Background: an optimization exercise with open tools, aiming at small area, a short achievable clock period and few clock cycles. Do not read the settings as production practice. Where RTL was checked, it was by simulation tests only, not by an equivalence proof against the original. For run 2, only the layout was checked, not whether the RTL still works. Power figures rest on the tool's default switching activity, not on a simulated workload.

**flow/config.mk**
```make
export PLATFORM = sky130hd
export DESIGN_NAME = canopy_fec_tx
export DESIGN_NICKNAME = canopy_fec_tx
export VERILOG_FILES = /design/flow/design.v
export SDC_FILE = /design/flow/constraint.sdc
export NUM_CORES = 4
export LEC_CHECK = 0
export ABC_CLOCK_PERIOD_IN_PS = 4000
export CAP_MARGIN = 20
export CORE_MARGIN = 2
export CORE_UTILIZATION = 55
export CTS_BUF_LIST = sky130_fd_sc_hd__clkbuf_8
export CTS_CLUSTER_DIAMETER = 50
export CTS_CLUSTER_SIZE = 14
export SLEW_MARGIN = 20
```
**flow/standard.sh**
```bash
#!/bin/bash
# synth_recipe.tcl (not shown) runs the flow's synth.tcl, then flattens the netlist and writes it again
# the make line also repeats each setting of config.mk as NAME=value (left out here)
make -C /OpenROAD-flow-scripts/flow DESIGN_CONFIG=/design/flow/config.mk WORK_HOME=/design/flow/orfs CLKGATE_MAP_FILE= SYNTH_SCRIPT=/design/flow/synth_recipe.tcl "${@:-finish}"
```
**flow/constraint.sdc**
```tcl
create_clock -name core_clock -period 13.0 [get_ports {clk}]
set_input_delay 2.6000 -clock core_clock [delete_from_list [all_inputs] [get_ports {clk}]]
set_output_delay 2.6000 -clock core_clock [all_outputs]
set_load 0.01 [all_outputs]
```
**flow/flow/run.sh**
```bash
#!/bin/bash
# Own layout flow: the standard synthesis and layout, with
# - the timing repair asked to keep a setup margin, so that paths end up
#   well below the 13 ns clock period the layout is constrained and signed
#   off at;
# - the port buffers made of the smallest buffer (timing repair resizes the
#   ones on critical paths);
# - clock tree synthesis without dummy load cells.
set -euo pipefail
bash standard.sh synth > synth.log 2>&1
bash standard.sh finish SETUP_SLACK_MARGIN=9.3 \
    "BUFFER_PORTS_ARGS=-buffer_cell sky130_fd_sc_hd__buf_1" \
    "CTS_ARGS=-sink_clustering_enable -repair_clock_nets -buf_list sky130_fd_sc_hd__clkbuf_8 -root_buf sky130_fd_sc_hd__clkbuf_16 -tree_buf sky130_fd_sc_hd__clkbuf_16 -sink_clustering_size 14 -sink_clustering_max_diameter 50 -dont_use_dummy_load" \
    > layout.log 2>&1
```
**flow/design.v**
```verilog
module canopy_fec_tx (
    input  wire        clk,
    input  wire        rst,         
    input  wire        start,
    input  wire [30:0] seed,
    input  wire        in_valid,
    output wire        in_ready,
    input  wire [9:0]  in_sym,
    output reg         out_valid,
    input  wire        out_ready,
    output reg  [13:0] out_trits,
    output reg         out_first    
);
    function [159:0] rs_prod(input [9:0] f);
        reg [75:0] x;
        begin
            x[0] = f[0];
            x[1] = f[1];
            x[2] = f[2];
            x[3] = f[3];
            x[4] = f[4];
            x[5] = f[5];
            x[6] = f[6];
            x[7] = f[7];
            x[8] = f[8];
            x[9] = f[9];
            x[10] = x[3] ^ x[7];
            x[11] = x[5] ^ x[9];
            x[12] = x[2] ^ x[6];
            x[13] = x[4] ^ x[8];
            x[14] = x[0] ^ x[1];
            x[15] = x[9] ^ x[10];
            x[16] = x[1] ^ x[11];
            x[17] = x[8] ^ x[12];
            x[18] = x[13] ^ x[14];
            x[19] = x[0] ^ x[13];
            x[20] = x[4] ^ x[12];
            x[21] = x[3] ^ x[5];
            x[22] = x[4] ^ x[6];
            x[23] = x[3] ^ x[11];
            x[24] = x[5] ^ x[7];
            x[25] = x[5] ^ x[10];
            x[26] = x[2] ^ x[4];
            x[27] = x[7] ^ x[14];
            x[28] = x[10] ^ x[11];
            x[29] = x[2] ^ x[13];
            x[30] = x[12] ^ x[13];
            x[31] = x[6] ^ x[18];
            x[32] = x[6] ^ x[8];
            x[33] = x[0] ^ x[20];
            x[34] = x[11] ^ x[27];
            x[35] = x[2] ^ x[8];
            x[36] = x[1] ^ x[17];
            x[37] = x[1] ^ x[20];
            x[38] = x[2] ^ x[19];
            x[39] = x[7] ^ x[16];
            x[40] = x[10] ^ x[16];
            x[41] = x[3] ^ x[9];
            x[42] = x[7] ^ x[9];
            x[43] = x[0] ^ x[12];
            x[44] = x[0] ^ x[22];
            x[45] = x[12] ^ x[15];
            x[46] = x[0] ^ x[6];
            x[47] = x[10] ^ x[14];
            x[48] = x[14] ^ x[21];
            x[49] = x[1] ^ x[15];
            x[50] = x[1] ^ x[25];
            x[51] = x[3] ^ x[16];
            x[52] = x[14] ^ x[23];
            x[53] = x[0] ^ x[2];
            x[54] = x[0] ^ x[21];
            x[55] = x[0] ^ x[35];
            x[56] = x[1] ^ x[21];
            x[57] = x[1] ^ x[22];
            x[58] = x[1] ^ x[24];
            x[59] = x[11] ^ x[12];
            x[60] = x[0] ^ x[17];
            x[61] = x[1] ^ x[29];
            x[62] = x[3] ^ x[18];
            x[63] = x[6] ^ x[19];
            x[64] = x[14] ^ x[15];
            x[65] = x[15] ^ x[44];
            x[66] = x[16] ^ x[17];
            x[67] = x[17] ^ x[21];
            x[68] = x[18] ^ x[24];
            x[69] = x[32] ^ x[54];
            x[70] = x[3] ^ x[31];
            x[71] = x[10] ^ x[36];
            x[72] = x[11] ^ x[33];
            x[73] = x[13] ^ x[51];
            x[74] = x[15] ^ x[38];
            x[75] = x[26] ^ x[39];
            rs_prod[0] = x[30] ^ x[39];
            rs_prod[1] = x[17] ^ x[28];
            rs_prod[2] = x[6] ^ x[13] ^ x[15];
            rs_prod[3] = x[12] ^ x[14];
            rs_prod[4] = x[2] ^ x[47];
            rs_prod[5] = x[2] ^ x[62];
            rs_prod[6] = x[26] ^ x[52];
            rs_prod[7] = x[21] ^ x[37];
            rs_prod[8] = x[25] ^ x[33];
            rs_prod[9] = x[25] ^ x[31];
            rs_prod[10] = x[41] ^ x[61];
            rs_prod[11] = x[26] ^ x[23];
            rs_prod[12] = x[21] ^ x[22];
            rs_prod[13] = x[17] ^ x[40];
            rs_prod[14] = x[15] ^ x[30];
            rs_prod[15] = x[13] ^ x[28];
            rs_prod[16] = x[11] ^ x[63];
            rs_prod[17] = x[6] ^ x[34];
            rs_prod[18] = x[17] ^ x[27];
            rs_prod[19] = x[35] ^ x[64];
            rs_prod[20] = x[13] ^ x[40];
            rs_prod[21] = x[19] ^ x[59];
            rs_prod[22] = x[6] ^ x[40];
            rs_prod[23] = x[12] ^ x[52];
            rs_prod[24] = x[10] ^ x[37];
            rs_prod[25] = x[25] ^ x[38];
            rs_prod[26] = x[23] ^ x[31];
            rs_prod[27] = x[20] ^ x[34];
            rs_prod[28] = x[25] ^ x[36];
            rs_prod[29] = x[19] ^ x[45];
            rs_prod[30] = x[74];
            rs_prod[31] = x[73];
            rs_prod[32] = x[72];
            rs_prod[33] = x[18] ^ x[59];
            rs_prod[34] = x[12] ^ x[40];
            rs_prod[35] = x[10] ^ x[30];
            rs_prod[36] = x[19] ^ x[28];
            rs_prod[37] = x[11] ^ x[31];
            rs_prod[38] = x[12] ^ x[34];
            rs_prod[39] = x[71];
            rs_prod[40] = x[9] ^ x[31];
            rs_prod[41] = x[2] ^ x[34];
            rs_prod[42] = x[3] ^ x[36];
            rs_prod[43] = x[71];
            rs_prod[44] = x[74];
            rs_prod[45] = x[73];
            rs_prod[46] = x[72];
            rs_prod[47] = x[6] ^ x[50];
            rs_prod[48] = x[7] ^ x[30];
            rs_prod[49] = x[0] ^ x[8] ^ x[28];
            rs_prod[50] = x[22] ^ x[15];
            rs_prod[51] = x[24] ^ x[19];
            rs_prod[52] = x[32] ^ x[16];
            rs_prod[53] = x[0] ^ x[3] ^ x[26];
            rs_prod[54] = x[4] ^ x[48];
            rs_prod[55] = x[5] ^ x[37];
            rs_prod[56] = x[43] ^ x[25];
            rs_prod[57] = x[10] ^ x[31];
            rs_prod[58] = x[29] ^ x[39];
            rs_prod[59] = x[17] ^ x[23];
            rs_prod[60] = x[68];
            rs_prod[61] = x[66];
            rs_prod[62] = x[45];
            rs_prod[63] = x[48];
            rs_prod[64] = x[37];
            rs_prod[65] = x[53] ^ x[25];
            rs_prod[66] = x[70];
            rs_prod[67] = x[75];
            rs_prod[68] = x[67];
            rs_prod[69] = x[65];
            rs_prod[70] = x[10] ^ x[13];
            rs_prod[71] = x[11] ^ x[13];
            rs_prod[72] = x[11] ^ x[46];
            rs_prod[73] = x[70];
            rs_prod[74] = x[75];
            rs_prod[75] = x[67];
            rs_prod[76] = x[65];
            rs_prod[77] = x[68];
            rs_prod[78] = x[66];
            rs_prod[79] = x[45];
            rs_prod[80] = x[42] ^ x[46];
            rs_prod[81] = x[8] ^ x[27];
            rs_prod[82] = x[1] ^ x[9] ^ x[35];
            rs_prod[83] = x[10] ^ x[43];
            rs_prod[84] = x[10] ^ x[18];
            rs_prod[85] = x[16] ^ x[29];
            rs_prod[86] = x[12] ^ x[23];
            rs_prod[87] = x[22] ^ x[10];
            rs_prod[88] = x[24] ^ x[13];
            rs_prod[89] = x[32] ^ x[11];
            rs_prod[90] = x[13] ^ x[50];
            rs_prod[91] = x[11] ^ x[30];
            rs_prod[92] = x[6] ^ x[28];
            rs_prod[93] = x[6] ^ x[48];
            rs_prod[94] = x[7] ^ x[37];
            rs_prod[95] = x[55] ^ x[25];
            rs_prod[96] = x[41] ^ x[31];
            rs_prod[97] = x[26] ^ x[34];
            rs_prod[98] = x[21] ^ x[36];
            rs_prod[99] = x[15] ^ x[33];
            rs_prod[100] = x[14] ^ x[26] ^ x[28];
            rs_prod[101] = x[56] ^ x[30];
            rs_prod[102] = x[28] ^ x[33];
            rs_prod[103] = x[9] ^ x[60];
            rs_prod[104] = x[49];
            rs_prod[105] = x[38];
            rs_prod[106] = x[52];
            rs_prod[107] = x[14] ^ x[20];
            rs_prod[108] = x[2] ^ x[14] ^ x[25];
            rs_prod[109] = x[12] ^ x[62];
            rs_prod[110] = x[8] ^ x[49];
            rs_prod[111] = x[9] ^ x[38];
            rs_prod[112] = x[51];
            rs_prod[113] = x[18] ^ x[45];
            rs_prod[114] = x[29] ^ x[40];
            rs_prod[115] = x[23] ^ x[30];
            rs_prod[116] = x[22] ^ x[28];
            rs_prod[117] = x[24] ^ x[63];
            rs_prod[118] = x[32] ^ x[39];
            rs_prod[119] = x[42] ^ x[60];
            rs_prod[120] = x[3] ^ x[57];
            rs_prod[121] = x[24] ^ x[26];
            rs_prod[122] = x[69];
            rs_prod[123] = x[15];
            rs_prod[124] = x[19];
            rs_prod[125] = x[16];
            rs_prod[126] = x[43];
            rs_prod[127] = x[47];
            rs_prod[128] = x[61];
            rs_prod[129] = x[53] ^ x[23];
            rs_prod[130] = x[4] ^ x[50];
            rs_prod[131] = x[5] ^ x[30];
            rs_prod[132] = x[46] ^ x[28];
            rs_prod[133] = x[69];
            rs_prod[134] = x[42] ^ x[57];
            rs_prod[135] = x[24] ^ x[55];
            rs_prod[136] = x[32] ^ x[41] ^ x[14];
            rs_prod[137] = x[9] ^ x[26] ^ x[27];
            rs_prod[138] = x[35] ^ x[56];
            rs_prod[139] = x[41] ^ x[33];
            rs_prod[140] = x[16];
            rs_prod[141] = x[43];
            rs_prod[142] = x[47];
            rs_prod[143] = x[11] ^ x[29];
            rs_prod[144] = x[6] ^ x[23];
            rs_prod[145] = x[7] ^ x[44];
            rs_prod[146] = x[8] ^ x[58];
            rs_prod[147] = x[9] ^ x[17];
            rs_prod[148] = x[15];
            rs_prod[149] = x[19];
            rs_prod[150] = x[32] ^ x[58];
            rs_prod[151] = x[42] ^ x[17];
            rs_prod[152] = x[8] ^ x[15];
            rs_prod[153] = x[22] ^ x[34];
            rs_prod[154] = x[14] ^ x[24] ^ x[17];
            rs_prod[155] = x[17] ^ x[64];
            rs_prod[156] = x[29] ^ x[49];
            rs_prod[157] = x[23] ^ x[29];
            rs_prod[158] = x[22] ^ x[23];
            rs_prod[159] = x[24] ^ x[44];
        end
    endfunction
    function [13:0] b3_hi(input [4:0] x);
        begin
            b3_hi[0] = (x == 5'd1) |
                (x == 5'd4) |
                (x == 5'd7) |
                (x == 5'd10) |
                (x == 5'd13) |
                (x == 5'd16) |
                (x == 5'd19) |
                (x == 5'd22) |
                (x == 5'd25) |
                (x == 5'd28) |
                (x == 5'd31);
            b3_hi[1] = (x == 5'd2) |
                (x == 5'd5) |
                (x == 5'd8) |
                (x == 5'd11) |
                (x == 5'd14) |
                (x == 5'd17) |
                (x == 5'd20) |
                (x == 5'd23) |
                (x == 5'd26) |
                (x == 5'd29);
            b3_hi[2] = (x == 5'd3) |
                (x == 5'd4) |
                (x == 5'd5) |
                (x == 5'd12) |
                (x == 5'd13) |
                (x == 5'd14) |
                (x == 5'd21) |
                (x == 5'd22) |
                (x == 5'd23) |
                (x == 5'd30) |
                (x == 5'd31);
            b3_hi[3] = (x == 5'd6) |
                (x == 5'd7) |
                (x == 5'd8) |
                (x == 5'd15) |
                (x == 5'd16) |
                (x == 5'd17) |
                (x == 5'd24) |
                (x == 5'd25) |
                (x == 5'd26);
            b3_hi[4] = (x == 5'd1) |
                (x == 5'd4) |
                (x == 5'd7) |
                (x == 5'd9) |
                (x == 5'd12) |
                (x == 5'd15) |
                (x == 5'd20) |
                (x == 5'd23) |
                (x == 5'd26) |
                (x == 5'd28) |
                (x == 5'd31);
            b3_hi[5] = (x == 5'd2) |
                (x == 5'd5) |
                (x == 5'd8) |
                (x == 5'd10) |
                (x == 5'd13) |
                (x == 5'd16) |
                (x == 5'd18) |
                (x == 5'd21) |
                (x == 5'd24) |
                (x == 5'd29);
            b3_hi[6] = (x == 5'd2) |
                (x == 5'd3) |
                (x == 5'd7) |
                (x == 5'd12) |
                (x == 5'd16) |
                (x == 5'd17) |
                (x == 5'd21) |
                (x == 5'd22) |
                (x == 5'd26) |
                (x == 5'd27) |
                (x == 5'd31);
            b3_hi[7] = (x == 5'd1) |
                (x == 5'd5) |
                (x == 5'd6) |
                (x == 5'd10) |
                (x == 5'd11) |
                (x == 5'd15) |
                (x == 5'd20) |
                (x == 5'd24) |
                (x == 5'd25) |
                (x == 5'd29) |
                (x == 5'd30);
            b3_hi[8] = (x == 5'd2) |
                (x == 5'd6) |
                (x == 5'd9) |
                (x == 5'd10) |
                (x == 5'd13) |
                (x == 5'd17) |
                (x == 5'd21) |
                (x == 5'd25) |
                (x == 5'd28) |
                (x == 5'd29);
            b3_hi[9] = (x == 5'd3) |
                (x == 5'd7) |
                (x == 5'd11) |
                (x == 5'd14) |
                (x == 5'd15) |
                (x == 5'd18) |
                (x == 5'd22) |
                (x == 5'd26) |
                (x == 5'd30);
            b3_hi[10] = (x == 5'd4) |
                (x == 5'd5) |
                (x == 5'd6) |
                (x == 5'd7) |
                (x == 5'd16) |
                (x == 5'd17) |
                (x == 5'd18) |
                (x == 5'd27) |
                (x == 5'd28) |
                (x == 5'd29) |
                (x == 5'd30);
            b3_hi[11] = (x == 5'd8) |
                (x == 5'd9) |
                (x == 5'd10) |
                (x == 5'd11) |
                (x == 5'd19) |
                (x == 5'd20) |
                (x == 5'd21) |
                (x == 5'd22) |
                (x == 5'd31);
            b3_hi[12] = (x == 5'd12) |
                (x == 5'd13) |
                (x == 5'd14) |
                (x == 5'd15) |
                (x == 5'd16) |
                (x == 5'd17) |
                (x == 5'd18) |
                (x == 5'd19) |
                (x == 5'd20) |
                (x == 5'd21) |
                (x == 5'd22);
            b3_hi[13] = (x == 5'd23) |
                (x == 5'd24) |
                (x == 5'd25) |
                (x == 5'd26) |
                (x == 5'd27) |
                (x == 5'd28) |
                (x == 5'd29) |
                (x == 5'd30) |
                (x == 5'd31);
        end
    endfunction
    function [7:0] b3_lo(input [5:0] x);
        begin
            b3_lo[0] = (x == 6'd1) |
                (x == 6'd4) |
                (x == 6'd7) |
                (x == 6'd10) |
                (x == 6'd13) |
                (x == 6'd16) |
                (x == 6'd19) |
                (x == 6'd22) |
                (x == 6'd25) |
                (x == 6'd28) |
                (x == 6'd31) |
                (x == 6'd34) |
                (x == 6'd37) |
                (x == 6'd40) |
                (x == 6'd43) |
                (x == 6'd46) |
                (x == 6'd49) |
                (x == 6'd52) |
                (x == 6'd55) |
                (x == 6'd58) |
                (x == 6'd61);
            b3_lo[1] = (x == 6'd2) |
                (x == 6'd5) |
                (x == 6'd8) |
                (x == 6'd11) |
                (x == 6'd14) |
                (x == 6'd17) |
                (x == 6'd20) |
                (x == 6'd23) |
                (x == 6'd26) |
                (x == 6'd29) |
                (x == 6'd32) |
                (x == 6'd35) |
                (x == 6'd38) |
                (x == 6'd41) |
                (x == 6'd44) |
                (x == 6'd47) |
                (x == 6'd50) |
                (x == 6'd53) |
                (x == 6'd56) |
                (x == 6'd59) |
                (x == 6'd62);
            b3_lo[2] = (x == 6'd3) |
                (x == 6'd4) |
                (x == 6'd5) |
                (x == 6'd12) |
                (x == 6'd13) |
                (x == 6'd14) |
                (x == 6'd21) |
                (x == 6'd22) |
                (x == 6'd23) |
                (x == 6'd30) |
                (x == 6'd31) |
                (x == 6'd32) |
                (x == 6'd39) |
                (x == 6'd40) |
                (x == 6'd41) |
                (x == 6'd48) |
                (x == 6'd49) |
                (x == 6'd50) |
                (x == 6'd57) |
                (x == 6'd58) |
                (x == 6'd59);
            b3_lo[3] = (x == 6'd6) |
                (x == 6'd7) |
                (x == 6'd8) |
                (x == 6'd15) |
                (x == 6'd16) |
                (x == 6'd17) |
                (x == 6'd24) |
                (x == 6'd25) |
                (x == 6'd26) |
                (x == 6'd33) |
                (x == 6'd34) |
                (x == 6'd35) |
                (x == 6'd42) |
                (x == 6'd43) |
                (x == 6'd44) |
                (x == 6'd51) |
                (x == 6'd52) |
                (x == 6'd53) |
                (x == 6'd60) |
                (x == 6'd61) |
                (x == 6'd62);
            b3_lo[4] = (x == 6'd9) |
                (x == 6'd10) |
                (x == 6'd11) |
                (x == 6'd12) |
                (x == 6'd13) |
                (x == 6'd14) |
                (x == 6'd15) |
                (x == 6'd16) |
                (x == 6'd17) |
                (x == 6'd36) |
                (x == 6'd37) |
                (x == 6'd38) |
                (x == 6'd39) |
                (x == 6'd40) |
                (x == 6'd41) |
                (x == 6'd42) |
                (x == 6'd43) |
                (x == 6'd44) |
                (x == 6'd63);
            b3_lo[5] = (x == 6'd18) |
                (x == 6'd19) |
                (x == 6'd20) |
                (x == 6'd21) |
                (x == 6'd22) |
                (x == 6'd23) |
                (x == 6'd24) |
                (x == 6'd25) |
                (x == 6'd26) |
                (x == 6'd45) |
                (x == 6'd46) |
                (x == 6'd47) |
                (x == 6'd48) |
                (x == 6'd49) |
                (x == 6'd50) |
                (x == 6'd51) |
                (x == 6'd52) |
                (x == 6'd53);
            b3_lo[6] = (x == 6'd27) |
                (x == 6'd28) |
                (x == 6'd29) |
                (x == 6'd30) |
                (x == 6'd31) |
                (x == 6'd32) |
                (x == 6'd33) |
                (x == 6'd34) |
                (x == 6'd35) |
                (x == 6'd36) |
                (x == 6'd37) |
                (x == 6'd38) |
                (x == 6'd39) |
                (x == 6'd40) |
                (x == 6'd41) |
                (x == 6'd42) |
                (x == 6'd43) |
                (x == 6'd44) |
                (x == 6'd45) |
                (x == 6'd46) |
                (x == 6'd47) |
                (x == 6'd48) |
                (x == 6'd49) |
                (x == 6'd50) |
                (x == 6'd51) |
                (x == 6'd52) |
                (x == 6'd53);
            b3_lo[7] = (x == 6'd54) |
                (x == 6'd55) |
                (x == 6'd56) |
                (x == 6'd57) |
                (x == 6'd58) |
                (x == 6'd59) |
                (x == 6'd60) |
                (x == 6'd61) |
                (x == 6'd62) |
                (x == 6'd63);
        end
    endfunction
    function [3:0] dig_add(input [3:0] x);
        begin
            dig_add[0] = (x == 4'd1) |
                (x == 4'd4) |
                (x == 4'd10);
            dig_add[1] = (x == 4'd2) |
                (x == 4'd5) |
                (x == 4'd8);
            dig_add[2] = (x == 4'd6) |
                (x == 4'd9) |
                (x == 4'd10);
            dig_add[3] = (x == 4'd2) |
                (x == 4'd5) |
                (x == 4'd8);
        end
    endfunction
    function [13:0] to_trits(input [10:0] v);
        reg [13:0] a;
        reg [7:0]  b;
        reg [13:0] u;
        reg [6:0]  g, p, c;
        integer k;
        begin
            a = b3_hi(v[10:6]);
            b = b3_lo(v[5:0]);
            for (k = 0; k < 4; k = k + 1)
                {p[k], g[k], u[2*k +: 2]} = dig_add({b[2*k +: 2], a[2*k +: 2]});
            for (k = 4; k < 7; k = k + 1) begin
                u[2*k +: 2] = a[2*k +: 2];
                g[k] = 1'b0;
                p[k] = a[2*k+1];
            end
            c[0] = 1'b0;
            c[1] = g[0];
            c[2] = g[1] | (p[1] & g[0]);
            c[3] = g[2] | (p[2] & g[1]) | (p[2] & p[1] & g[0]);
            c[4] = g[3] | (p[3] & g[2]) | (p[3] & p[2] & g[1]) | (p[3] & p[2] & p[1] & g[0]);
            c[5] = p[4] & c[4];
            c[6] = p[5] & p[4] & c[4];
            for (k = 0; k < 7; k = k + 1)
                to_trits[2*k +: 2] = c[k] ? {u[2*k], ~u[2*k+1] & ~u[2*k]} : u[2*k +: 2];
        end
    endfunction
    reg        in_ready_r;
    reg  [9:0] sym_q;           
    reg        v_q;
    reg  [9:0] ccnt;            
    reg        flush;           
    reg        sof;             
    reg  [3:0] cwi;             
    reg        fpend;           
    reg  [9:0] par [0:15];
    reg [30:0] scr;
    reg [19:0] gw;              
    reg        emp, hi;
    reg  [3:0] ph;              
    reg [10:0] e_q;             
    reg        e_v, e_first;
    assign in_ready = in_ready_r;
    wire clr       = rst | start;
    wire acc       = in_valid & in_ready_r;    
    wire room      = emp | ~hi;            
    wire hold      = v_q & ~room;
    wire push_d    = v_q & room;
    wire par_phase = (ccnt[9:4] == 6'b100001) & ~v_q;
    wire push_p    = par_phase & (flush | room);
    wire push_w    = push_d | (push_p & ~flush);
    wire wrap      = push_p & (ccnt[3:0] == 4'hf);
    wire [9:0]   fb     = v_q ? (sym_q ^ par[15]) : 10'd0;
    wire [9:0]   cw_sym = v_q ? sym_q : par[15];
    wire [159:0] prod   = rs_prod(fb);
    reg  [9:0] key;
    integer b;
    always @(*)
        for (b = 0; b < 10; b = b + 1)
            key[9-b] = scr[30-b] ^ scr[27-b];
    wire [9:0] s = cw_sym ^ key;
    wire [19:0] win = room ? {gw[9:0], s} : gw;
    wire [10:0] grp = win[ph +: 11];
    wire        have = push_w ? ~emp : hi;   
    wire adv_out = ~out_valid | out_ready;
    wire adv_e   = ~e_v | adv_out;
    wire pop     = adv_e & have;
    wire borrow  = (ph == 4'd0);
    wire hi_next = pop ? (push_w & hi & ~borrow) : (push_w ? ~emp : hi);
    wire emp_next = pop ? (borrow & ~(push_w & hi)) : (emp & ~push_w);
    wire [9:0] ccnt_b     = wrap ? 10'd0 : ccnt + {9'd0, push_p};
    wire [9:0] ccnt_b1    = ccnt_b + 10'd1;
    wire       lt0        = (ccnt_b < 10'd528);
    wire       lt1        = (ccnt_b < 10'd527);
    wire       last0      = (ccnt_b == 10'd543);
    wire       flush_next = flush & ~wrap;
    wire       room_np    = push_w ? emp : room;    
    wire       r00 = (lt0 & (~hold | room_np)) | (last0 & (flush_next | room_np));
    wire       r01 = lt0 | last0;                    
    wire       r10 = lt1 & room_np;
    wire       r11 = lt1;
    wire       ready_next = pop ? (acc ? r11 : r01) : (acc ? r10 : r00);
    always @(posedge clk) begin
        if (!hold)
            sym_q <= in_sym;
        if (push_d | push_p) begin
            par[0] <= prod[9:0];
            for (b = 1; b < 16; b = b + 1)
                par[b] <= par[b-1] ^ prod[10*b +: 10];
        end
        if (push_w)
            gw <= {gw[9:0], s};
        if (start)
            scr <= seed;
        else if (push_w)
            scr <= {scr[20:0], key};
    end
    always @(posedge clk) begin
        if (clr) begin
            in_ready_r <= 1'b0;
            v_q        <= 1'b0;
            ccnt       <= 10'd528;
            flush      <= 1'b1;
            sof        <= 1'b1;
            cwi        <= 4'd0;
            fpend      <= 1'b0;
            emp        <= 1'b1;
            hi         <= 1'b0;
            ph         <= 4'd9;
        end else begin
            in_ready_r <= ready_next;
            v_q        <= acc | hold;
            ccnt       <= acc ? ccnt_b1 : ccnt_b;
            flush      <= flush_next;
            if (push_d)
                sof <= 1'b0;
            else if (wrap)
                sof <= 1'b1;
            if (wrap & ~flush)
                cwi <= (cwi == 4'd10) ? 4'd0 : cwi + 4'd1;
            if (push_d & sof & (cwi == 4'd0))
                fpend <= 1'b1;
            else if (pop)
                fpend <= 1'b0;
            emp        <= emp_next;
            hi         <= hi_next;
            if (pop)
                ph <= (ph == 4'd0) ? 4'd9 : ph - 4'd1;
        end
    end
    wire [13:0] trits = to_trits(e_q);
    always @(posedge clk) begin
        if (clr) begin
            e_v       <= 1'b0;
            out_valid <= 1'b0;
        end else begin
            if (adv_e) begin
                e_v     <= have;
                e_q     <= grp;
                e_first <= fpend;
            end
            if (adv_out) begin
                out_valid <= e_v;
                out_trits <= trits;
                out_first <= e_first;
            end
        end
    end
endmodule
```
==> summary.md, run 1 <==
| Metric | Value |
|---|---|
| Outcome | `timing/DRC/antenna clean` |
| Synthesis-stage register bit count | `around 280` |
| Antenna violations before repair | `1` |
| # port buffers | `62` |
| RSZ-0062 raised after global routing | `no` |
| Cell variety after synth | `between 80 and 90` |
| Vias | `a little under 10,000` |
| Cts bufs inserted | `35` |
| Max Clock Skew | `~43 ps` |
| ANT nets after route | `0` |
| Async set-reset flop share out of synthesis | `0%` |
| Initial core utilization | `between 50% and 60%` |
| Starting DRC count in detailed routing | `600` |
| Commonest non-fill, non-tap cell in the layout | `edfxtp_1` |
| Sequential share of the synthesized area | `a little over 50%` |
| Setup TNS | `0 ps` |
| Share of cells above drive strength 1 | `a little over an eighth` |
| Leak Pwr | `~6.6 nW` |
| Final Max Tran Viols | `0` |
| Most frequent cells in the layout | `248 x edfxtp_1, 244 x xnor2_1, 153 x xor2_1, 95 x nand2_1, 84 x nor2_1` |
| Synthesized cell area | `15,500 um^2` |
| Relative slew margins | `around 31%` |
| Crit path buf inv count | `1` |
| Reg area | `7990 um^2` |
| Pint | `about 1.3 mW` |
| Die area | `29,500 um^2` |
| Gr usage total | `approximately 24%` |
| VDD IR max | `~0.000088 V` |
| Initial DRT Pass Iterations | `5` |
| Wire length per cell | `approximately 20 um` |
| Syn_area_per_cell | `approximately 12 um^2` |
| Gpl congestion | `0.823` |
| Vias in the first global route | `9,834` |
| Sw Share | `around 23%` |
| Fillers | `around 2,300` |
| Crit path kind | `reg2out` |
| Most common flop cell mapped by yosys | `edfxtp_1` |
| Crit-path cells | `buf_1` |
| Ys Warns | `2` |
| Clock sink count | `around 280` |
| Syn_nets | `roughly 1,400` |
| Rows | `61` |
| Power share of the clock group | `between 30 and 40%` |
| CP arrival | `~1000 ps` |
| Final net count | `1,462` |
| Crit-path max FO | `3` |
| Power Dens Cells | `97.9 nW/um^2` |
| Root Buffer Master | `clkbuf_16` |
| Final hold violations | `0` |
| IO Pins | `between 60 and 70` |
| Critical-path top delay cell | `dfxtp_1` |
| CP required | `10,400 ps` |
| EDFF count, synth | `between 200 and 250` |
| Clock slew at reported path FFs | `~70 ps` |
| Comb pwr share | `~7.6%` |
| Maxcap violations | `0` |
| Crit-path leading delay family | `flip-flops` |
| Multi-input logic area | `~7300 um^2` |
| ANT cells | `0` |
| Worst setup EP type | `primary output` |
| Switching power | `0.380 mW` |
| Sequential share of power | `58.2%` |
| Max Clk Rate | `between 0.2 and 0.3 GHz` |
| Total Wirelength | `~35,000 um` |
| Worst-Margin Slew | `a little over 1000 ps` |
| Synth Instances | `between 1,000 and 1,500` |
| Mean number of vias per cell | `5.54` |
| Detailed-route DRC error count | `0` |
| Slowest stage delay, CP | `approximately 390 ps` |
| Later-pin clock latency in the skew report | `490 ps` |
| Synth-to-Final Area Change | `10.9%` |
| H-tree depth | `2` |
| CTS tree | `done` |
| Die height | `between 150 and 200 um` |
| Hold crit path type | `reg2reg` |
| Gr ovfl total | `0` |
| Tmin final | `3640 ps` |
| Part of the cycle the worst path needs | `between 20 and 30%` |
| Largest net degree at the start of global routing | `63` |
| Setup-failing EPs final | `0` |
| Max clock buf depth | `3` |
| Setup crit start kind | `flip-flop` |
| First-pass GRT wire length | `roughly 54,000 um` |
| Die W | `172 um` |
| Dpl hpwl | `23,200 um` |
| CORE AREA | `27,800 um^2` |
| Pwr Total | `1.68 mW` |
==> repair_timing <==
item                                    CTS  global route
endpoints found under the setup margin   40            16
pin swaps                                 3             4
setup buffers                            43            11
gates resized for setup                   4            13
hold buffers                              0             0
==> final timing paths <==
check	startpoint	to	slack [ps]	cells past startpoint
worst max-delay path	in_ready_r$_SDFF_PP0_	in_ready	9360	1
worst max register to register	e_q[1]$_DFFE_PP_	out_trits[8]$_DFFE_PP_	9450	13
worst min register to register	e_first$_DFFE_PP_	out_first$_DFFE_PP_	420	0
worst min-delay path	e_first$_DFFE_PP_	out_first$_DFFE_PP_	420	0
==> synthesized netlist by cell type (3+ instances only) <==
master	count	area share, %
a211o_1	4	0.23
buf_2	9	0.29
nor3b_1	5	0.24
nand3b_1	7	0.34
nand2b_1	17	0.69
inv_1	9	0.22
a221oi_1	5	0.28
ha_1	3	0.24
or2_2	5	0.20
nor2_1	86	2.1
nand2_1	95	2.3
and2_1	13	0.52
nor3_1	14	0.45
nand4_1	9	0.36
a21oi_1	37	1.2
o21bai_1	3	0.15
o211ai_1	8	0.39
a32o_1	3	0.19
o221ai_1	4	0.23
a21o_1	7	0.34
o22a_1	4	0.23
o31ai_1	3	0.15
a31oi_1	5	0.20
nor2b_1	19	0.77
xnor2_1	244	14
nand3_1	6	0.19
clkbuf_1	37	0.90
xor2_1	154	8.7
buf_4	4	0.19
o22ai_1	4	0.16
mux2_2	37	2.7
mux4_2	6	0.87
dfxtp_1	27	3.5
o21ai_0	30	0.97
buf_1	9	0.22
o211a_1	3	0.19
edfxtp_1	248	48
mux2i_1	53	3.4
nor4_1	7	0.28
a211oi_1	4	0.19
==> flip-flops by register name, summed over array words and instances, names as in the netlist, 4 cells and up <==
signal / flops
ccnt: 10
cwi: 4
e_q: 11
gw: 20
out_trits: 14
par: 160
ph: 4
scr: 31
sym_q: 10
==> power groups by stage <==
| stage | Sequential, mW | Clock [mW] | Combinational [mW] |
|---|---|---|---|
| after floorplan | 0.997 | 0 | 0.0863 |
| after global placement | 1.00 | 0 | 0.107 |
| after detailed placement | 1.00 | 0 | 0.109 |
| after CTS | 0.979 | 0.591 | 0.122 |
| after global routing | 0.980 | 0.620 | 0.141 |
| final | 0.979 | 0.576 | 0.128 |
==> kinds of logic after synthesis <==
logic type,synth area share [%]
flip-flops,51.5
XOR/XNOR,22.6
AND/OR/NAND/NOR,9.37
multiplexers,6.98
adder cells (fa/ha/maj),0.307
AO/OA/AOI/OAI,7.20
buffers and inverters,1.99
==> through the flow <==
stage	instance area, um^2	std cells	utilization (%)	hold WS, ps	worst slack, ps
after floorplan	15600	1301	-	400	9250
after global placement	16100	1699	58.0	412	8550
after detailed placement	16100	1699	58.0	405	8520
after CTS	17000	1777	61.2	418	9320
after global routing	17200	1789	61.9	438	9280
final	17200	1789	61.9	418	9360
==> worst reg2reg max path, cell delays in order, from the launching register on <==
cell and delay [ps]:
edfxtp_1 490, buf_4 190, nand3b_1 80, o21ai_0 150, o211a_1 280, o41a_1 520
a221oi_4 290, o22ai_4 150, a221oi_4 310, buf_6 160, a31oi_4 110, a2111oi_1 430
a41oi_1 80, o211ai_1 120
==> routing by layer <==
layer / share of wire, % / GRT usage [%] / wire, um / up-vias
li1: - / - / - / 4798
met1: 45 / 32.4 / 15600 / 4850
met2: 49 / 41.5 / 17300 / 191
met3: 3.5 / 3.27 / 1240 / 66
met4: 2.6 / 7.01 / 925 / 2
met5: 0.031 / 0 / 11 / -
==> cell type report <==
cell class / instances / share of cell area [%]
Sequential cell: 275 / 46.5
Multi-Input combinational cell: 955 / 42.7
Timing Repair Buffer: 136 / 4.69
Clock buffer: 35 / 3.13
Tap cell: 378 / 2.75
Inverter: 10 / 0.218
Testbench counts, summed over its fixed seeds: cycles 52,368.
==> inputs of run 2 (changes only) <==
--- a/flow/design.v
+++ b/flow/design.v
@@ -617,8 +617,6 @@
     reg [19:0] gw;              
     reg        emp, hi;
     reg  [3:0] ph;              
-    reg [10:0] e_q;             
-    reg        e_v, e_first;
     assign in_ready = in_ready_r;
     wire clr       = rst | start;
     wire acc       = in_valid & in_ready_r;    
@@ -642,8 +640,7 @@
     wire [10:0] grp = win[ph +: 11];
     wire        have = push_w ? ~emp : hi;   
     wire adv_out = ~out_valid | out_ready;
-    wire adv_e   = ~e_v | adv_out;
-    wire pop     = adv_e & have;
+    wire pop     = adv_out & have;
     wire borrow  = (ph == 4'd0);
     wire hi_next = pop ? (push_w & hi & ~borrow) : (push_w ? ~emp : hi);
     wire emp_next = pop ? (borrow & ~(push_w & hi)) : (emp & ~push_w);
@@ -707,21 +704,15 @@
                 ph <= (ph == 4'd0) ? 4'd9 : ph - 4'd1;
         end
     end
-    wire [13:0] trits = to_trits(e_q);
+    wire [13:0] trits = to_trits(grp);
     always @(posedge clk) begin
         if (clr) begin
-            e_v       <= 1'b0;
             out_valid <= 1'b0;
         end else begin
-            if (adv_e) begin
-                e_v     <= have;
-                e_q     <= grp;
-                e_first <= fpend;
-            end
             if (adv_out) begin
-                out_valid <= e_v;
+                out_valid <= have;
                 out_trits <= trits;
-                out_first <= e_first;
+                out_first <= fpend;
             end
         end
     end
--- a/flow/flow/run.sh
+++ b/flow/flow/run.sh
@@ -10,5 +10,5 @@
 bash standard.sh synth > synth.log 2>&1
 bash standard.sh finish SETUP_SLACK_MARGIN=9.3 \
     "BUFFER_PORTS_ARGS=-buffer_cell sky130_fd_sc_hd__buf_1" \
-    "CTS_ARGS=-sink_clustering_enable -repair_clock_nets -buf_list sky130_fd_sc_hd__clkbuf_8 -root_buf sky130_fd_sc_hd__clkbuf_16 -tree_buf sky130_fd_sc_hd__clkbuf_16 -sink_clustering_size 14 -sink_clustering_max_diameter 50 -dont_use_dummy_load" \
+    "CTS_ARGS=-sink_clustering_enable -repair_clock_nets -buf_list sky130_fd_sc_hd__clkbuf_8 -sink_clustering_size 14 -sink_clustering_max_diameter 50 -dont_use_dummy_load" \
     > layout.log 2>&1
==> run 2 against run 1 <==
First-iteration DRC count rose by 85%. Area after synthesis is essentially flat. Critical path depth up 16. Clock-buffer cell count shrank 4. Power is 10% lower. Flip-flop and latch count down 13. Global-route usage rose by 3.1 points. Die area hardly changed. Hold slack better by 17 ps. Critical path type is now reg2reg. Highest routed layer is now met4.
==> summary.md, run 2 <==
| Metric | Value |
|---|---|
| Outcome | `timing/DRC/antenna clean` |
| Cts bufs inserted | `31 (-11%)` |
| VDD IR max | `0.0000772 V (-12%)` |
| Pint | `1.18 mW (-9.7%)` |
| Root Buffer Master | `clkbuf_8` |
| CP dominant cell by count | `xor2_2` |
| Relative slew margins | `35.5% (+4.6 points)` |
| Wire length per cell | `22.0 um (+12%)` |
| Max clock buf depth | `3 (unchanged)` |
| EDFF count, synth | `236 (-4.8%)` |
| Largest reg by FF count | `par` |
| Setup crit start kind | `flip-flop` |
| Hold crit path type | `reg2reg` |
| Cell variety after synth | `86 (+2.4%)` |
| Gr usage total | `27.4% (+3.1 points)` |
| Critical-path top delay cell | `a2111oi_1` |
| Fillers | `2,210 (-4.5%)` |
| Pwr Total | `1.51 mW (-10%)` |
| Power share of the clock group | `32.1% (-2.1 points)` |
| Part of the cycle the worst path needs | `38.4% (+10 points)` |
| Die W | `172 um (about the same)` |
| Final hold violations | `0 (unchanged)` |
| Largest register FFs | `160 (unchanged)` |
| Comb pwr share | `6.5% (-1.1 points)` |
| Gr ovfl total | `0 (unchanged)` |
| Post-synth top area share | `45.7% (-2.3 points)` |
| RSZ-0062 raised after global routing | `yes` |
| Clock slew at reported path FFs | `90 ps (+20 ps)` |
| Sequential share of power | `61.4% (+3.2 points)` |
| Layout Utilization | `64.6% (+2.7 points)` |
| Setup TNS | `0 ps (unchanged)` |
| Top cells by count, synth | `236 x edfxtp_1, 234 x xnor2_1, 165 x xor2_1` |
| Mean number of vias per cell | `5.89 (+6.4%)` |
| Share of cells above drive strength 1 | `23.3% (+10 points)` |
| Final hold slack | `435 ps (+17.1 ps)` |
| Dpl hpwl | `26,300 um (+13%)` |
| Syn_area_per_cell | `11.8 um^2 (-1.2%)` |
| ANT cells | `0 (unchanged)` |
| Maxcap violations | `0 (unchanged)` |
| Max Clk Rate | `0.200 GHz (-27%)` |
| Initial DRT Pass Iterations | `5 (unchanged)` |
| Hold Path Depth | `0 (unchanged)` |
| Synthesized cell area | `15,500 um^2 (about the same)` |
| Reg area | `7620 um^2 (-4.6%)` |
| Commonest non-fill, non-tap cell in the layout | `edfxtp_1` |
| H-tree depth | `1 (-1)` |
| Worst R2R Path Depth | `17 (+4)` |
| Synth-to-Final Area Change | `15.7%` |
| Max Clock Skew | `76.9 ps (+34.1 ps)` |
| Design area | `17,900 um^2 (+4.4%)` |
| Ys Warns | `2 (unchanged)` |
| Crit-path cells | `xor2_2, xor2_2, buf_4, a2111oi_1, a2111oi_4, and3_2, nor2_4, nand3_1, a21oi_2, o31ai_2, a211oi_2, o22ai_4, o311ai_4, o21ai_4, or2_4, a31oi_1, o211ai_1` |
| First-pass GRT wire length | `61,800 um (+14%)` |
| Total Wirelength | `40,200 um (+14%)` |
| Synth Instances | `1,317 (+1.2%)` |
| Later-pin clock latency in the skew report | `620 ps (+130 ps)` |
| Cells after DPL | `1,720 (+1.2%)` |
| Top-count cell post-synth | `edfxtp_1` |
| Largest net degree at the start of global routing | `101 (+60%)` |
| Most frequent cells in the layout | `236 x edfxtp_1, 225 x xnor2_1, 154 x xor2_1, 86 x nand2_1, 82 x buf_4` |
| Sequential share of the synthesized area | `49.1% (-2.5 points)` |
| Async set-reset flop share out of synthesis | `0% (unchanged)` |
| Final Max Tran Viols | `0 (unchanged)` |
| Synth area leader | `edfxtp_1` |
| Final net count | `1,499 (+2.5%)` |
| # port buffers | `62 (unchanged)` |
| Non-Filler Instances | `1,826 (+2.1%)` |
| Die height | `172 um (about the same)` |
| Switching power | `0.336 mW (-12%)` |
| Setup WS post-layout | `8010 ps (-1350 ps)` |
| Power Dens Cells | `84.4 nW/um^2 (-14%)` |
| Die area | `29,500 um^2 (about the same)` |
| IO Pins | `63 (unchanged)` |
| Syn_nets | `1,366 (+1.2%)` |
| Vias in the first global route | `10,654 (+8.3%)` |
| Largest regs | `par x160, scr x31, gw x20` |
| CORE AREA | `27,800 um^2 (unchanged)` |
| Dominant cells by area after synthesis | `edfxtp_1 46%, xnor2_1 13%, xor2_1 9.3%` |
| Post-placement worst setup slack | `7090 ps (-1430 ps)` |
| Detailed-route DRC error count | `0 (unchanged)` |
| Gpl congestion | `0.899 (+9.2%)` |
| Vias | `10,755 (+8.6%)` |
| Worst setup EP type | `flip-flop` |
| CP required | `13,280 ps (+2880 ps)` |
| Rows | `61 (unchanged)` |
| Multi-input logic area | `8370 um^2 (+14%)` |
| Starting DRC count in detailed routing | `1,109 (+85%)` |
| Crit-path max FO | `10 (+7)` |
| Slowest stage delay, CP | `770 ps (+380 ps)` |
| Synthesis-stage register bit count | `262 (-4.7%)` |
| Leak Pwr | `6.67 nW (+0.54%)` |
| Area after DPL | `16,200 um^2 (+0.62%)` |
| CTS tree | `done` |
| Setup-failing EPs final | `0 (unchanged)` |
| Antenna violations before repair | `0 (-1)` |
| Worst-Margin Slew | `960 ps (-73.5 ps)` |
| Tmin final | `4990 ps (+1350 ps)` |
| CP arrival | `5280 ps (+4240 ps)` |
| Crit path kind | `reg2reg` |
| Most common flop cell mapped by yosys | `edfxtp_1` |
| Clock sink count | `262 (-4.7%)` |
| Initial core utilization | `55.8% (about the same)` |
| Sw Share | `22.2% (-0.38 points)` |
| ANT nets after route | `0 (unchanged)` |
[run 2: changes by cell type after synthesis, sizes merged, moves of 7 or more]
| cell | before | now |
|---|---|---|
| o21a | 1 | 8 |
| xor2 | 155 | 165 |
| edfxtp | 248 | 236 |
| mux4 | 6 | 18 |
| nor3 | 14 | 26 |
| nand3 | 6 | 30 |
| a22oi | 2 | 13 |
| nor2b | 19 | 12 |
| and2 | 14 | 4 |
| nand2b | 17 | 10 |
| mux2i | 53 | 27 |
| xnor2 | 244 | 235 |
| nand3b | 7 | 0 |
[run 2: final timing paths]
check | start | endpoint | slack [ps]
max | scr[24]$_DFFE_PP_ | out_trits[9]$_DFFE_PP_ | 8010
min | fpend$_SDFFE_PP0P_ | out_first$_DFFE_PP_ | 430
max reg2reg | scr[24]$_DFFE_PP_ | out_trits[9]$_DFFE_PP_ | 8010
min reg2reg | fpend$_SDFFE_PP0P_ | out_first$_DFFE_PP_ | 430
[run 2: routing by layer]
metal,track usage [%],vias up,wire [um]
li1,-,5015,-
met1,36.2,5324,17000
met4,6.14,0,765
met3,3.14,66,1900
met2,48.6,350,20500
met5,0,-,0
[run 2: power groups by stage]
stage | sequential (mW) | combinational, mW | clock, mW
6_report | 0.929 | 0.0984 | 0.486
3_5_place_dp | 0.947 | 0.0726 | 0
3_3_place_gp | 0.946 | 0.0722 | 0
5_1_grt | 0.930 | 0.106 | 0.530
2_1_floorplan | 0.945 | 0.0514 | 0
4_1_cts | 0.929 | 0.0923 | 0.501
[run 2: timing repair]
item,4_1_cts,5_1_grt
pin swaps,38,18
buffers inserted,51,19
hold buffers,0,0
resized for setup,83,62
cloned,4,1
endpoints found under the setup margin,48,65
[run 2: kinds of logic after synthesis]
logic type                 after synthesis  share of synthesized area, %
AOI/OAI and AO/OA                      198                          9.70
xor gates and xnor gates               400                          22.6
adders and majority gates                3                         0.242
buffers and inverters                   71                          2.06
DFF                                    262                          49.1
muxes                                   84                          7.19
and+or+nand+nor                        299                          9.09
[run 2: final cells by class]
class                   instances  area share [%]
clock buffers                  31            2.38
repair buffers                154            5.55
flip-flops and latches        262            42.5
repair inverters                1          0.0279
multi-input cells             988            46.7
inverters                      12           0.272
well taps                     378            2.64
[run 2: worst max-delay path: cells and delay by family, from the launching register on]
| kind | cells | cell delay [ps] |
|---|---|---|
| compound gates | 10 | 2500 |
| xor+xnor | 2 | 460 |
| buf+inv | 1 | 140 |
| flops | 1 | 490 |
| simple gates | 4 | 1040 |
==> inputs of run 3 (changes only) <==
--- a/flow/design.v
+++ b/flow/design.v
@@ -609,7 +609,6 @@
     reg        v_q;
     reg  [9:0] ccnt;            
     reg        flush;           
-    reg        sof;             
     reg  [3:0] cwi;             
     reg        fpend;           
     reg  [9:0] par [0:15];
@@ -617,6 +616,8 @@
     reg [19:0] gw;              
     reg        emp, hi;
     reg  [3:0] ph;              
+    reg [10:0] e_q;             
+    reg        e_v, e_first;
     assign in_ready = in_ready_r;
     wire clr       = rst | start;
     wire acc       = in_valid & in_ready_r;    
@@ -640,7 +641,8 @@
     wire [10:0] grp = win[ph +: 11];
     wire        have = push_w ? ~emp : hi;   
     wire adv_out = ~out_valid | out_ready;
-    wire pop     = adv_out & have;
+    wire adv_e   = ~e_v | adv_out;
+    wire pop     = adv_e & have;
     wire borrow  = (ph == 4'd0);
     wire hi_next = pop ? (push_w & hi & ~borrow) : (push_w ? ~emp : hi);
     wire emp_next = pop ? (borrow & ~(push_w & hi)) : (emp & ~push_w);
@@ -677,7 +679,6 @@
             v_q        <= 1'b0;
             ccnt       <= 10'd528;
             flush      <= 1'b1;
-            sof        <= 1'b1;
             cwi        <= 4'd0;
             fpend      <= 1'b0;
             emp        <= 1'b1;
@@ -688,13 +689,9 @@
             v_q        <= acc | hold;
             ccnt       <= acc ? ccnt_b1 : ccnt_b;
             flush      <= flush_next;
-            if (push_d)
-                sof <= 1'b0;
-            else if (wrap)
-                sof <= 1'b1;
             if (wrap & ~flush)
                 cwi <= (cwi == 4'd10) ? 4'd0 : cwi + 4'd1;
-            if (push_d & sof & (cwi == 4'd0))
+            if (push_d & (ccnt == 10'd1) & (cwi == 4'd0))
                 fpend <= 1'b1;
             else if (pop)
                 fpend <= 1'b0;
@@ -704,15 +701,21 @@
                 ph <= (ph == 4'd0) ? 4'd9 : ph - 4'd1;
         end
     end
-    wire [13:0] trits = to_trits(grp);
+    wire [13:0] trits = to_trits(e_q);
     always @(posedge clk) begin
         if (clr) begin
+            e_v       <= 1'b0;
             out_valid <= 1'b0;
         end else begin
+            if (adv_e) begin
+                e_v     <= have;
+                e_q     <= grp;
+                e_first <= fpend;
+            end
             if (adv_out) begin
-                out_valid <= have;
+                out_valid <= e_v;
                 out_trits <= trits;
-                out_first <= fpend;
+                out_first <= e_first;
             end
         end
     end
==> run 3 against run 2 <==
Synthesized cell count decreased by 2.5%. Final cell count down 6.2%. Maximum frequency rose by 36%. Critical endpoint is now out_trits[0]. Area after synthesis rose by 0.73%. Clock-buffer cell count grew 4. Still clean on timing, DRC and antenna.
==> summary.md, run 3 <==
| Metric | Value |
|---|---|
| ANT nets after route | `0 (unchanged)` |
| Max Clk Rate | `0.272 GHz (+36%)` |
| Final hold violations | `0 (unchanged)` |
| Setup TNS | `0 ps (unchanged)` |
| Tmin final | `3680 ps (-1310 ps)` |
| Synthesis-stage register bit count | `274 (+4.6%)` |
| Setup WS post-layout | `9320 ps (+1310 ps)` |
| Most frequent cells in the layout | `248 x edfxtp_1, 213 x xnor2_1, 185 x xor2_1, 79 x nand2_1, 64 x mux2i_1` |
| Later-pin clock latency in the skew report | `550 ps (-70 ps)` |
| Pwr Total | `1.62 mW (+7.3%)` |
| Worst r2r dst | `par[4][3]$_DFFE_PP_` |
| Largest net degree at the start of global routing | `58 (-43%)` |
| EDFF count, synth | `248 (+5.1%)` |
| Largest reg by FF count | `par` |
| Busiest metal layer after global routing | `met2` |
| ANT cells | `0 (unchanged)` |
| Clock slew at reported path FFs | `80 ps (about the same)` |
| Worst R2R Path Depth | `8 (-9)` |
| Design area | `16,800 um^2 (-6.4%)` |
| Antenna violations before repair | `0 (unchanged)` |
| Worst Hold End | `out_first$_DFFE_PP_` |
| Synth area leader | `edfxtp_1` |
| Crit-path leading delay family | `flip-flops` |
| Top-count cell post-synth | `edfxtp_1` |
| Met2 Use GR | `40.3% (-8.3 points)` |
| Clock sink count | `274 (+4.6%)` |
| Critical-path top delay cell | `edfxtp_1` |
| Crit path buf inv count | `1 (unchanged)` |
| Share of cells above drive strength 1 | `11.1% (-12 points)` |
| CTS tree | `done` |
| CORE AREA | `27,900 um^2 (+0.28%)` |
| Ys Warns | `2 (unchanged)` |
| H-tree depth | `2 (+1)` |
| Synth-to-Final Area Change | `7.51%` |
| Async set-reset flop share out of synthesis | `0% (unchanged)` |
| Syn_nets | `1,333 (-2.4%)` |
| CP required | `10,400 ps (-2880 ps)` |
| Cts bufs inserted | `35 (+13%)` |
| Power Dens Cells | `96.7 nW/um^2 (+15%)` |
| Largest regs | `par x160, scr x31, gw x20` |
| Die area | `29,800 um^2 (+0.71%)` |
| Die height | `172 um (+0.35%)` |
| Met1 usage | `32.1% (-4.1 points)` |
| Fillers | `2,338 (+5.8%)` |
| Crit path kind | `reg2out` |
| Cells after DPL | `1,673 (-2.7%)` |
| Reg2Reg Setup Slack | `9430 ps (+1420 ps)` |
| Most common flop cell mapped by yosys | `edfxtp_1` |
| Vias | `9,608 (-11%)` |
| Dpl hpwl | `23,600 um (-10%)` |
| RSZ-0062 raised after global routing | `yes` |
| Met3 usage | `2.95% (-0.18 points)` |
| Vias in the first global route | `9,285 (-13%)` |
| Cell variety after synth | `87 (+1.2%)` |
| Maxcap violations | `0 (unchanged)` |
| Gr ovfl total | `0 (unchanged)` |
| Hold Path Depth | `0 (unchanged)` |
| Gr usage total | `23.7% (-3.7 points)` |
| Part of the cycle the worst path needs | `28.3% (-10 points)` |
| Synth Instances | `1,284 (-2.5%)` |
| # port buffers | `62 (unchanged)` |
| Mean number of vias per cell | `5.61 (-4.8%)` |
| Setup-failing EPs final | `0 (unchanged)` |
| CP arrival | `1080 ps (-4200 ps)` |
| Largest register FFs | `160 (unchanged)` |
| IO Pins | `63 (unchanged)` |
| Crit-path cells | `clkbuf_2` |
| Initial DRT Pass Iterations | `5 (unchanged)` |
| Post-placement worst setup slack | `8550 ps (+1450 ps)` |
| Leak Pwr | `6.47 nW (-2.9%)` |
| Initial core utilization | `56.1% (+0.25 points)` |
| Layout Utilization | `60.3% (-4.3 points)` |
| VDD IR max | `0.0000890 V (+15%)` |
| Total Wirelength | `34,600 um (-14%)` |
| Root Buffer Master | `clkbuf_8` |
| Commonest non-fill, non-tap cell in the layout | `edfxtp_1` |
| Area after DPL | `16,200 um^2 (-0.33%)` |
| Starting DRC count in detailed routing | `619 (-44%)` |
| Sequential share of the synthesized area | `51.0% (+2.0 points)` |
| Setup crit start kind | `flip-flop` |
| Reg2reg start | `par[15][2]$_DFFE_PP_` |
| Syn_area_per_cell | `12.2 um^2 (+3.3%)` |
| Max Clock Skew | `52.9 ps (-24.0 ps)` |
| Dominant cells by area after synthesis | `edfxtp_1 48%, xnor2_1 12%, xor2_1 10%` |
| Wire length per cell | `20.2 um (-8.2%)` |
| Final hold slack | `419 ps (-16.3 ps)` |
| Worst setup EP type | `primary output` |
| Hold path startpoint | `e_first$_DFFE_PP_` |
| Synthesized cell area | `15,600 um^2 (+0.73%)` |
| Crit-path max FO | `1 (-9)` |
| Reg area | `7970 um^2 (+4.6%)` |
| Rows | `61 (unchanged)` |
| Gpl congestion | `0.811 (-9.8%)` |
| Top cells by count, synth | `248 x edfxtp_1, 214 x xnor2_1, 186 x xor2_1` |
| Worst-Margin Slew | `989 ps (+28.7 ps)` |
| Non-Filler Instances | `1,713 (-6.2%)` |
| Post-synth top area share | `47.7% (+2.0 points)` |
| Max clock buf depth | `3 (unchanged)` |
| Final Max Tran Viols | `0 (unchanged)` |
| Multi-input logic area | `7420 um^2 (-11%)` |
| Outcome | `timing/DRC/antenna clean` |
| Detailed-route DRC error count | `0 (unchanged)` |
| Slowest stage delay, CP | `410 ps (-360 ps)` |
| First-pass GRT wire length | `53,000 um (-14%)` |
| Final net count | `1,386 (-7.5%)` |
| Die W | `172 um (+0.35%)` |
| Relative slew margins | `33.6% (-1.9 points)` |
| Hold crit path type | `reg2reg` |
-- run 3: worst max-delay path by stage --
| stage | cells past startpoint | to | slack [ps] | from |
|---|---|---|---|---|
| final | 1 | out_trits[0] | 9320 | out_trits[0]$_DFFE_PP_ |
| after global routing | 13 | ccnt[8]$_SDFF_PP0_ | 9250 | ccnt[7]$_SDFF_PP0_ |
| after CTS | 13 | ccnt[8]$_SDFF_PP0_ | 9200 | ccnt[7]$_SDFF_PP0_ |
| after detailed placement | 3 | out_trits[10]$_DFFE_PP_ | 8550 | start |
| after global placement | 3 | out_trits[10]$_DFFE_PP_ | 8550 | start |
| after floorplan | 8 | ccnt[9]$_SDFF_PP1_ | 9060 | in_valid |
-- run 3: area by class of cell --
type	instances	share of cell area, %
clock buffer	35	2.87
inverter	11	0.246
multi-input combinational	936	44.2
sequential	274	47.5
tap	378	2.82
timing repair buffer	79	2.39
-- run 3: power by group --
part	internal (mW)	total, mW	switching [mW]	leakage, nW
combinational	0.0502	0.113	0.0627	3.19
sequential	0.968	0.979	0.0113	3.03
clock	0.239	0.532	0.293	0.252
total	1.26	1.62	0.367	6.47
-- run 3: cell families (layout without fill, tap and decap cells) --
family,count (synthesis),in the layout,share of synthesized area (%)
AND/OR/NAND/NOR,258,258,8.68
flip-flops,274,274,51.0
AO/OA/AOI/OAI,165,165,7.57
XOR/XNOR,402,402,22.6
adder cells (fa/ha/maj),4,4,0.305
multiplexers,107,107,7.49
buffers and inverters,74,125,2.28
-- run 3: metal layers --
metal	wire (um)	up-vias
met4	728	0
met5	0	-
li1	-	4666
met2	17100	160
met1	15700	4727
met3	1040	55
-- run 3: repair_timing --
item                                    4_1_cts  5_1_grt
pin swaps                                     0        3
buffers inserted                              0        5
hold buffers                                  0        0
gates resized for setup                       9       12
endpoints found under the setup margin       92       86
Testbench counts of run 3, summed over its fixed seeds: cycles 52,368.
==> inputs of run 4 (changes only) <==
--- a/flow/design.v
+++ b/flow/design.v
@@ -646,11 +646,11 @@
     wire borrow  = (ph == 4'd0);
     wire hi_next = pop ? (push_w & hi & ~borrow) : (push_w ? ~emp : hi);
     wire emp_next = pop ? (borrow & ~(push_w & hi)) : (emp & ~push_w);
-    wire [9:0] ccnt_b     = wrap ? 10'd0 : ccnt + {9'd0, push_p};
-    wire [9:0] ccnt_b1    = ccnt_b + 10'd1;
-    wire       lt0        = (ccnt_b < 10'd528);
-    wire       lt1        = (ccnt_b < 10'd527);
-    wire       last0      = (ccnt_b == 10'd543);
+    wire [9:0] ccnt_inc   = ccnt + 10'd1;
+    wire [9:0] ccnt_nx    = wrap ? {9'd0, acc} : ((acc | push_p) ? ccnt_inc : ccnt);
+    wire       lt0        = wrap | (~push_p & (ccnt < 10'd528));
+    wire       lt1        = wrap | (~push_p & (ccnt < 10'd527));
+    wire       last0      = ~wrap & (push_p ? (ccnt == 10'd542) : (ccnt == 10'd543));
     wire       flush_next = flush & ~wrap;
     wire       room_np    = push_w ? emp : room;    
     wire       r00 = (lt0 & (~hold | room_np)) | (last0 & (flush_next | room_np));
@@ -687,7 +687,7 @@
         end else begin
             in_ready_r <= ready_next;
             v_q        <= acc | hold;
-            ccnt       <= acc ? ccnt_b1 : ccnt_b;
+            ccnt       <= ccnt_nx;
             flush      <= flush_next;
             if (wrap & ~flush)
                 cwi <= (cwi == 4'd10) ? 4'd0 : cwi + 4'd1;
==> run 4 against run 3 <==
Synthesized cell count shrank 2.0%. Sequential share of layout area increased by 0.73 points. Sequential power is essentially flat. Flip-flop and latch count unchanged. Global-route usage is 0.50 points lower. Area after synthesis decreased by 0.99%. Non-clock buffer count unchanged. Power decreased by 2.8%. Combinational power about the same. Routed wire length fell by 2.4%. Clock skew increased by 6.6 ps. Hold slack gained 11 ps. Critical path type unchanged. Largest power group unchanged.
==> summary.md, run 4 <==
| Metric | Value |
|---|---|
| Pint | `1.23 mW (-2.5%)` |
| Largest register FFs | `160 (unchanged)` |
| Initial DRT Pass Iterations | `6 (+1)` |
| Dpl hpwl | `22,900 um (-2.8%)` |
| Post-placement worst setup slack | `8580 ps (+35.7 ps)` |
| ANT nets after route | `0 (unchanged)` |
| Cell variety after synth | `86 (-1.1%)` |
| Power Dens Cells | `95.4 nW/um^2 (-1.4%)` |
| End of the critical path | `out_trits[1]` |
| Crit-path cells | `clkbuf_2` |
| # port buffers | `62 (unchanged)` |
| Syn_area_per_cell | `12.3 um^2 (+1.1%)` |
| Starting DRC count in detailed routing | `768 (+24%)` |
| Gpl congestion | `0.802 (-1.1%)` |
| Async set-reset flop share out of synthesis | `0% (unchanged)` |
| Top cells by count, synth | `248 x edfxtp_1, 200 x xnor2_1, 191 x xor2_1` |
| Critical-path top delay cell | `edfxtp_1` |
| Synth-to-Final Area Change | `6.98%` |
| Wire length per cell | `20.1 um (-0.66%)` |
| Share of cells above drive strength 1 | `11.6% (+0.48 points)` |
| Ys Warns | `2 (unchanged)` |
| Levels on crit path | `1 (unchanged)` |
| Gr usage total | `23.2% (-0.50 points)` |
| Multi-input logic area | `7220 um^2 (-2.7%)` |
| Rows | `61 (unchanged)` |
| Crit path buf inv count | `1 (unchanged)` |
| Layout Utilization | `59.7% (-0.56 points)` |
| Sequential share of power | `62.0% (+1.7 points)` |
| Worst setup EP type | `primary output` |
| ANT cells | `0 (unchanged)` |
| CTS tree | `done` |
| First-pass GRT wire length | `51,800 um (-2.3%)` |
| Worst R2R Path Depth | `5 (-3)` |
| Post-synth top area share | `48.2% (+0.47 points)` |
| CP arrival | `1120 ps (+40 ps)` |
| Non-Filler Instances | `1,683 (-1.8%)` |
| Hold crit path type | `reg2reg` |
| Root Buffer Master | `clkbuf_8` |
| Largest regs | `par x160, scr x31, gw x20` |
| Vias in the first global route | `9,226 (-0.64%)` |
| Sequential share of the synthesized area | `51.5% (+0.51 points)` |
| Synthesized cell area | `15,500 um^2 (-0.99%)` |
| H-tree depth | `1 (-1)` |
| Die height | `172 um (-0.48%)` |
| Worst Setup SP | `out_trits[1]$_DFFE_PP_` |
| Largest net degree at the start of global routing | `91 (+57%)` |
| Worst-Margin Slew | `1010 ps (+17.1 ps)` |
| Cts bufs inserted | `31 (-11%)` |
| Relative slew margins | `32.8% (-0.83 points)` |
| Antenna violations before repair | `0 (unchanged)` |
| Largest reg by FF count | `par` |
| Switching power | `0.353 mW (-3.8%)` |
| Synth area leader | `edfxtp_1` |
| Final Max Tran Viols | `0 (unchanged)` |
| Cells after DPL | `1,646 (-1.6%)` |
| Outcome | `timing/DRC/antenna clean` |
| Fillers | `2,319 (-0.81%)` |
| Area after DPL | `16,000 um^2 (-1.2%)` |
| Max Clock Skew | `59.5 ps (+6.62 ps)` |
| Initial core utilization | `55.8% (-0.25 points)` |
| # hold bufs at CTS | `0 (unchanged)` |
| Maxcap violations | `0 (unchanged)` |
| Final hold slack | `430 ps (+11.1 ps)` |
| Most common flop cell mapped by yosys | `edfxtp_1` |
| Vias | `9,443 (-1.7%)` |
| Reg2Reg Setup Slack | `9510 ps (+80 ps)` |
| Syn_nets | `1,306 (-2.0%)` |
| Reg area | `7970 um^2 (about the same)` |
| Worst r2r dst | `par[10][8]$_DFFE_PP_` |
| Comb pwr share | `7.0% (about the same)` |
| Reg2reg start | `v_q$_SDFF_PP0_` |
| Crit path kind | `reg2out` |
| Clock sink count | `274 (unchanged)` |
| Dominant cells by area after synthesis | `edfxtp_1 48%, xnor2_1 11%, xor2_1 11%` |
| Mean number of vias per cell | `5.61 (about the same)` |
| Setup WS post-layout | `9280 ps (-44.4 ps)` |
| Slowest stage delay, CP | `410 ps (about the same)` |
| Setup TNS | `0 ps (unchanged)` |
| Max clock buf depth | `3 (unchanged)` |
| CORE AREA | `27,700 um^2 (-0.55%)` |
| Setup crit start kind | `flip-flop` |
| RSZ-0062 raised after global routing | `yes` |
| Top-count cell post-synth | `edfxtp_1` |
| Synthesis-stage register bit count | `274 (unchanged)` |
| Crit-path leading delay family | `flip-flops` |
| Die W | `172 um (-0.48%)` |
| Max Clk Rate | `0.269 GHz (-1.2%)` |
| Tmin final | `3720 ps (+44.4 ps)` |
| Design area | `16,500 um^2 (-1.5%)` |
| Crit-path max FO | `1 (unchanged)` |
| Detailed-route DRC error count | `0 (unchanged)` |
| Final hold violations | `0 (unchanged)` |
| Later-pin clock latency in the skew report | `600 ps (+50 ps)` |
| Total Wirelength | `33,800 um (-2.4%)` |
| Clock slew at reported path FFs | `80 ps (about the same)` |
| Leak Pwr | `6.38 nW (-1.4%)` |
| Gr ovfl total | `0 (unchanged)` |
| Commonest non-fill, non-tap cell in the layout | `edfxtp_1` |
| Pwr Total | `1.58 mW (-2.8%)` |
| Final net count | `1,355 (-2.2%)` |
| Die area | `29,500 um^2 (-0.96%)` |
| Most frequent cells in the layout | `248 x edfxtp_1, 199 x xnor2_1, 187 x xor2_1, 73 x nand2_1, 64 x mux2i_1` |
| Part of the cycle the worst path needs | `28.6% (+0.34 points)` |
| VDD IR max | `0.0000748 V (-16%)` |
| Synth Instances | `1,258 (-2.0%)` |
| EDFF count, synth | `248 (unchanged)` |
| Sw Share | `22.4% (-0.23 points)` |
| Power share of the clock group | `31.0% (-1.8 points)` |
| CP required | `10,400 ps (about the same)` |
| Setup-failing EPs final | `0 (unchanged)` |
| IO Pins | `63 (unchanged)` |
-- run 4: layout make-up --
cell class,count,area share [%]
tap,378,2.86
multi-input combinational,910,43.7
inverter,11,0.250
clock buffer,31,2.58
sequential,274,48.2
timing repair buffer,79,2.44
-- run 4: worst min path at each step --
stage | start | end | slack (ps) | cells past startpoint
2_1_floorplan | e_first$_DFFE_PP_ | out_first$_DFFE_PP_ | 400 | 0
3_3_place_gp | e_first$_DFFE_PP_ | out_first$_DFFE_PP_ | 410 | 0
3_5_place_dp | e_first$_DFFE_PP_ | out_first$_DFFE_PP_ | 400 | 0
4_1_cts | e_first$_DFFE_PP_ | out_first$_DFFE_PP_ | 430 | 0
5_1_grt | e_first$_DFFE_PP_ | out_first$_DFFE_PP_ | 430 | 0
6_report | e_first$_DFFE_PP_ | out_first$_DFFE_PP_ | 430 | 0
-- run 4: timing repair --
action,4_1_cts,5_1_grt
buffers inserted,0,6
pin swaps,0,0
setup endpoints to repair,31,99
gates resized for setup,8,17
-- run 4: layer usage --
| metal | vias to the layer above | GRT usage, % | routed length (um) |
|---|---|---|---|
| li1 | 4548 | - | - |
| met1 | 4628 | 31.7 | 15100 |
| met2 | 210 | 39.0 | 16300 |
| met3 | 57 | 2.62 | 1480 |
| met4 | 0 | 6.63 | 907 |
| met5 | - | 0 | 0 |
-- run 4: power by group through the flow --
stage | logic, mW | registers, mW | clock network [mW]
CTS | 0.107 | 0.980 | 0.509
global route | 0.122 | 0.980 | 0.536
global placement | 0.105 | 0.999 | 0
floorplan | 0.0854 | 0.994 | 0
detailed placement | 0.106 | 1.00 | 0
finish | 0.110 | 0.979 | 0.490
-- run 4: cells by family (layout without fill, tap and decap cells) --
kind of cell	Yosys count	after routing	synth area share, %
AOI/OAI and AO/OA	159	159	7.24
xor gates and xnor gates	395	395	22.6
adders and majority gates	3	3	0.227
buffers and inverters	74	121	2.38
DFF	274	274	51.5
muxes	110	110	7.83
and+or+nand+nor	243	243	8.22
Testbench counts of run 4, summed over its fixed seeds: cycles 52,368.

-- re-timing with driven ports --
The results above use ideal ports. As a check the final layouts listed here were re-extracted and re-timed, cells and wires unchanged.
Step 1 (the two cells are an assumption about what drives the block):
set clk [get_ports {clk}]
set_driving_cell -lib_cell sky130_fd_sc_hd__clkbuf_16 $clk
set_driving_cell -lib_cell sky130_fd_sc_hd__buf_2 [delete_from_list [all_inputs] $clk]
Step 2 moves the port delays by t, midway between the first and last clock arrival at a register: inputs arrive t later, outputs are due t later. That takes back most of the time a late clock gives input paths.
a / b / c = no drivers / after step 1 / after step 2; a / b = the first two.
run | t, ns | setup slack, ns | hold WS [ns] | worst register clock-pin slew, ns | worst data-port slew with drivers (ns)
run 1 | 0.520 | 9.355 / 9.302 / 8.928 | 0.418 / 0.418 / 0.418 | 0.08 / 0.08 | 0.05
run 2 | 0.627 | 8.007 / 8.007 / 8.007 | 0.435 / 0.435 / 0.435 | 0.09 / 0.09 | 0.06
run 3 | 0.559 | 9.321 / 9.273 / 8.810 | 0.419 / 0.419 / 0.419 | 0.09 / 0.09 | 0.05
run 4 | 0.623 | 9.277 / 9.227 / 8.827 | 0.430 / 0.430 / 0.430 | 0.08 / 0.08 | 0.06
After both steps every run listed still meets setup and hold. For run 3, which loses most, drivers alone change the setup slack by -0.048 ns; drivers and shift together by -0.511 ns.
